From an optimization exercise on the open Yosys and OpenROAD flow, aimed at small area, a short achievable clock period and few clock cycles per item; shortcuts taken in it are not production practice.
In this exercise RTL edits were held to simulation tests only and were not proved equivalent to the original.
No activity file was given, so power comes from the tool's default toggle rates.

## fz_policer_bank
module fz_policer_bank (
    input  wire        clk,
    input  wire        rst_n,
    input  wire        cmd_valid,
    output wire        cmd_ready,
    input  wire [1:0]  cmd_op,
    input  wire [1:0]  cmd_idx,
    input  wire [31:0] cmd_time,
    input  wire [13:0] cmd_len,
    input  wire [1:0]  cmd_color,
    input  wire        cmd_aware,
    input  wire [1:0]  cmd_tokens,
    input  wire        cmd_en,
    input  wire        cmd_mode,
    input  wire [15:0] cmd_cir,
    input  wire [15:0] cmd_xir,
    input  wire [15:0] cmd_cbs,
    input  wire [15:0] cmd_xbs,
    input  wire [7:0]  cmd_len_adj,
    output reg         rsp_valid,
    output reg  [1:0]  rsp_op,
    output reg  [1:0]  rsp_color,
    output reg  [1:0]  rsp_status,
    output wire [47:0] rsp_tc,
    output wire [47:0] rsp_tx,
    output reg  [31:0] rsp_last
);
clock: 26.0 ns
lec_check: 0
cap_margin: 20
core_margin: 2
core_utilization: 60
place_density: 0.72
slew_margin: 20
standard.sh (not shown) runs the stock make flow with config.mk's settings and CLKGATE_MAP_FILE= SYNTH_SCRIPT=/design/flow/synth_recipe.tcl, a recipe that flattens the netlist after the stock synthesis.
==> flow/flow/run.sh <==
#!/bin/bash
# Standard synthesis and layout, with timing repair aimed at a tighter setup slack
# (the design's clock and constraints are unchanged).
set -euo pipefail
bash standard.sh synth > synth.log 2>&1
bash standard.sh SETUP_SLACK_MARGIN=19.5 finish > layout.log 2>&1
The first run passed the timing, DRC and antenna checks.
Testbench counts at the start, summed over its fixed seeds: cycles 24,064, items 24,032.
Next try:
==> flow/flow/run.sh (replaced) <==
#!/bin/bash
# Standard synthesis and layout, with timing repair aimed at a tighter setup slack
# and the smallest buffer on each port (the design's clock and constraints are
# unchanged).
set -euo pipefail
bash standard.sh synth > synth.log 2>&1
bash standard.sh SETUP_SLACK_MARGIN=19.5 BUFFER_PORTS_ARGS="-buffer_cell sky130_fd_sc_hd__buf_1" finish > layout.log 2>&1
CORE_UTILIZATION = 70   (was 60)
PLACE_DENSITY = 0.8   (was 0.72)
First-iteration DRC count is higher by 28%; setup slack improves by 0.020 ns; clock power is lower by about 4%; die area drops by 14%; final cell count shrinks by 3.1%; clock-buffer cell count goes up by 5.

* * *

== build 15 ==
fz_policer_bank, a different RTL version from the one above (not shown whole).
For scale: about 9,700 cells after synthesis, ~1,400 flip-flops, ~270 I/O pins, about 100,000 um2 of cells after synthesis.
==> flow/config.mk <==
export PLATFORM = sky130hd
export DESIGN_NAME = fz_policer_bank
export DESIGN_NICKNAME = fz_policer_bank
export VERILOG_FILES = /design/flow/design.v
export SDC_FILE = /design/flow/constraint.sdc
export NUM_CORES = 4
export LEC_CHECK = 0
export CAP_MARGIN = 20
export CORE_MARGIN = 2
export CORE_UTILIZATION = 60
export PLACE_DENSITY = 0.72
export SLEW_MARGIN = 20
==> flow/constraint.sdc <==
create_clock -name core_clock -period 26.0 [get_ports {clk}]
set_input_delay 5.2000 -clock core_clock [delete_from_list [all_inputs] [get_ports {clk}]]
set_output_delay 5.2000 -clock core_clock [all_outputs]
set_load 0.01 [all_outputs]
==> flow/flow/run.sh <==
#!/bin/bash
# Standard synthesis and layout, with timing repair aimed at a tighter setup slack
# and the smallest buffer on each port (the design's clock and constraints are
# unchanged).
set -euo pipefail
bash standard.sh synth > synth.log 2>&1
bash standard.sh SETUP_SLACK_MARGIN=19.5 BUFFER_PORTS_ARGS="-buffer_cell sky130_fd_sc_hd__buf_1" finish > layout.log 2>&1
Testbench counts of build 15, summed over its fixed seeds: cycles 24,064, items 24,032.
Setup changes, build 15 to build 9
- an added CTS_CLUSTER_SIZE of 24
- an added CTS_CLUSTER_DIAMETER of 100
Notes after the runs:
Every stage of the flow completed for build 15, and the final layout passed the timing, DRC and antenna checks. Build 9 finished end to end and its layout was clean on timing, DRC and antenna. Sequential cell count essentially unchanged between build 15 and build 9. Global-route usage: build 9 < build 15. Clock transition at the register clock pins on the worst setup and hold paths after CTS in build 9 vs build 15: up 0.02 ns.
Inputs modified between build 9 and build 81:
- swapping 0.72 for 0.74 in PLACE_DENSITY
- swapping 60 for 62 in CORE_UTILIZATION
Results
- Relative to build 9, final critical delay including setup and external delays has gone down in build 81.
- Build 9 → build 81: wire length per cell increased 0.41 um, area of the multi-input gates essentially unchanged, utilization after layout increased 1.9 points.
- The via count of the first global-routing pass in build 81 sits 0.84% above the value recorded for build 9.
- Summary of the comparison: worst-case hold slack is higher in build 81, relative to build 9.
- Overall fraction of global-route tracks in use was lower in the run labelled build 9.
- Count of fill cells added during filler insertion (lower): build 81
- Wire length of the first global-routing pass in build 81 is 0.71% higher than in build 9

* * *

Another version of the RTL of fz_policer_bank (not shown whole).
Size in the first run: about 1,400 flip-flops, about 270 I/O pins, ~0.11 mm^2 of cells after synthesis.
clock: 26.0 ns
lec_check: 0
cap_margin: 20
core_margin: 2
core_utilization: 40
place_density: 0.6
slew_margin: 20
==> flow/flow/run.sh <==
#!/bin/bash
# Standard synthesis and layout, with timing repair aimed at a tighter setup slack
# (the design's clock and constraints are unchanged).
set -euo pipefail
bash standard.sh synth > synth.log 2>&1
bash standard.sh SETUP_SLACK_MARGIN=19.5 finish > layout.log 2>&1
Testbench counts at the start, summed over its fixed seeds: cycles 24,064, items 24,032.
Rerun with:
==> flow/run.sh (new file) <==
#!/bin/bash
# synth_recipe.tcl (not shown) runs the flow's synth.tcl, then flattens the netlist and writes it again
# the make line also repeats each setting of config.mk as NAME=value (left out here)
make -C /OpenROAD-flow-scripts/flow DESIGN_CONFIG=/design/flow/config.mk WORK_HOME=/design/flow/orfs CLKGATE_MAP_FILE= SYNTH_SCRIPT=/design/flow/synth_recipe.tcl finish
removed: flow/flow/run.sh
removed: flow/standard.sh
Effect: The changed run went through all stages and came out clean. Via count went down by 1.2%. Routed wire length went down by 5.0%. Worst setup slack got worse by 1.3 ns. Die area stays the same. Utilization went down by 1.1 points. Power went down by about 2.7%.
Rerun with:
==> flow/flow/run.sh (new file) <==
#!/bin/bash
# Standard synthesis and layout, with timing repair aimed at a tighter setup slack
# (the design's clock and constraints are unchanged).
set -euo pipefail
bash standard.sh synth > synth.log 2>&1
bash standard.sh SETUP_SLACK_MARGIN=19.5 finish > layout.log 2>&1
==> flow/standard.sh (new file) <==
#!/bin/bash
# synth_recipe.tcl (not shown) runs the flow's synth.tcl, then flattens the netlist and writes it again
# the make line also repeats each setting of config.mk as NAME=value (left out here)
make -C /OpenROAD-flow-scripts/flow DESIGN_CONFIG=/design/flow/config.mk WORK_HOME=/design/flow/orfs CLKGATE_MAP_FILE= SYNTH_SCRIPT=/design/flow/synth_recipe.tcl "${@:-finish}"
CORE_UTILIZATION = 60   (was 40)
PLACE_DENSITY = 0.72   (was 0.6)
TNS_END_PERCENT = 5   (was default)
removed: flow/run.sh
=>
- The changed run completed with no timing, DRC or antenna violations
- register-to-register slack improves by 1.2 ns
- die area came out lower by 33%
- cell count decreases by 8.2%
- setup slack gets better by 1.2 ns

* * *

fz_policer_bank, a different RTL version from the one above (not shown whole).
Size: ~9,500 cells after synthesis, roughly 1,400 flip-flops, ~270 I/O pins.
clock: 26.0 ns
lec_check: 0
cap_margin: 20
core_margin: 2
core_utilization: 60
cts_cluster_diameter: 100
cts_cluster_size: 24
place_density: 0.72
slew_margin: 20
==> flow/flow/run.sh <==
#!/bin/bash
# Standard synthesis and layout, with timing repair aimed at a tighter setup slack
# and the smallest buffer on each port (the design's clock and constraints are
# unchanged).
set -euo pipefail
bash standard.sh synth > synth.log 2>&1
bash standard.sh SETUP_SLACK_MARGIN=19.65 BUFFER_PORTS_ARGS="-buffer_cell sky130_fd_sc_hd__buf_1" finish > layout.log 2>&1
The first run completed with no timing, DRC or antenna violations.
Testbench counts at the start, summed over its fixed seeds: cycles 24,064, items 24,032.
Edit:
--- a/flow/flow/run.sh
+++ b/flow/flow/run.sh
@@ -6,2 +6,2 @@
 bash standard.sh synth > synth.log 2>&1
-bash standard.sh SETUP_SLACK_MARGIN=19.65 BUFFER_PORTS_ARGS="-buffer_cell sky130_fd_sc_hd__buf_1" finish > layout.log 2>&1
+bash standard.sh SETUP_SLACK_MARGIN=19.5 BUFFER_PORTS_ARGS="-buffer_cell sky130_fd_sc_hd__buf_1" finish > layout.log 2>&1
- The changed run passed the timing, DRC and antenna checks
- power falls by 1.3%
- core utilization decreases by 0.90 points
- routed wire length drops by 1.7%
- cell area is lower by 1.4%
- critical path depth is higher by 21
- worst hold slack hardly moves

-- port drivers added, routing unchanged --
No port has a modelled driver above. Below, the same layouts with a new extraction and two added sets of constraints.
Step 1 sets driving cells, clkbuf_16 on the clock port and buf_2 on the other inputs (assumed; they add their load-dependent delay and slew).
Step 2 moves the port delays by t, midway between the first and last clock arrival at a register: inputs arrive t later, outputs are due t later. That takes back most of the time a late clock gives input paths.
Three values: ideal, step 1, step 2; two values: the first two.
| run | t (ns) | setup WS [ns] | worst setup path at the end | clock arrival spread, ns | worst data-port slew with drivers (ns) |
|---|---|---|---|---|---|
| the first run of note 1 | 0.907 | 19.501 / 19.407 / 18.832 | input to register | 0.057 / 0.058 | 0.07 |
| the second run of note 1 | 0.893 | 19.521 / 19.431 / 19.164 | input to register | 0.084 / 0.083 | 0.08 |
| build 15 | 0.923 | 19.472 / 19.385 / 19.406 | input to register | 0.047 / 0.047 | 0.10 |
| build 9 | 0.854 | 19.523 / 19.431 / 19.447 | input to register | 0.055 / 0.054 | 0.10 |
| build 81 | 0.828 | 19.544 / 19.451 / 19.408 | input to register | 0.046 / 0.046 | 0.08 |
| the first run of note 3 | 0.923 | 19.460 / 19.374 / 19.460 | register to register | 0.082 / 0.083 | 0.11 |
| the second run of note 3 | 0.934 | 18.148 / 18.148 / 18.148 | register to register | 0.069 / 0.069 | 0.10 |
| the third run of note 3 | 0.916 | 19.348 / 19.256 / 19.388 | register to register | 0.055 / 0.055 | 0.06 |
| the first run of note 4 | 0.833 | 19.549 / 19.461 / 19.248 | input to register | 0.045 / 0.046 | 0.06 |
| the second run of note 4 | 0.833 | 19.540 / 19.466 / 19.294 | input to register | 0.046 / 0.046 | 0.05 |
After both steps setup and hold are still met in every run listed. For the first run of note 1, which loses most, drivers alone change the setup slack by -0.094 ns; drivers and shift together by -0.669 ns.
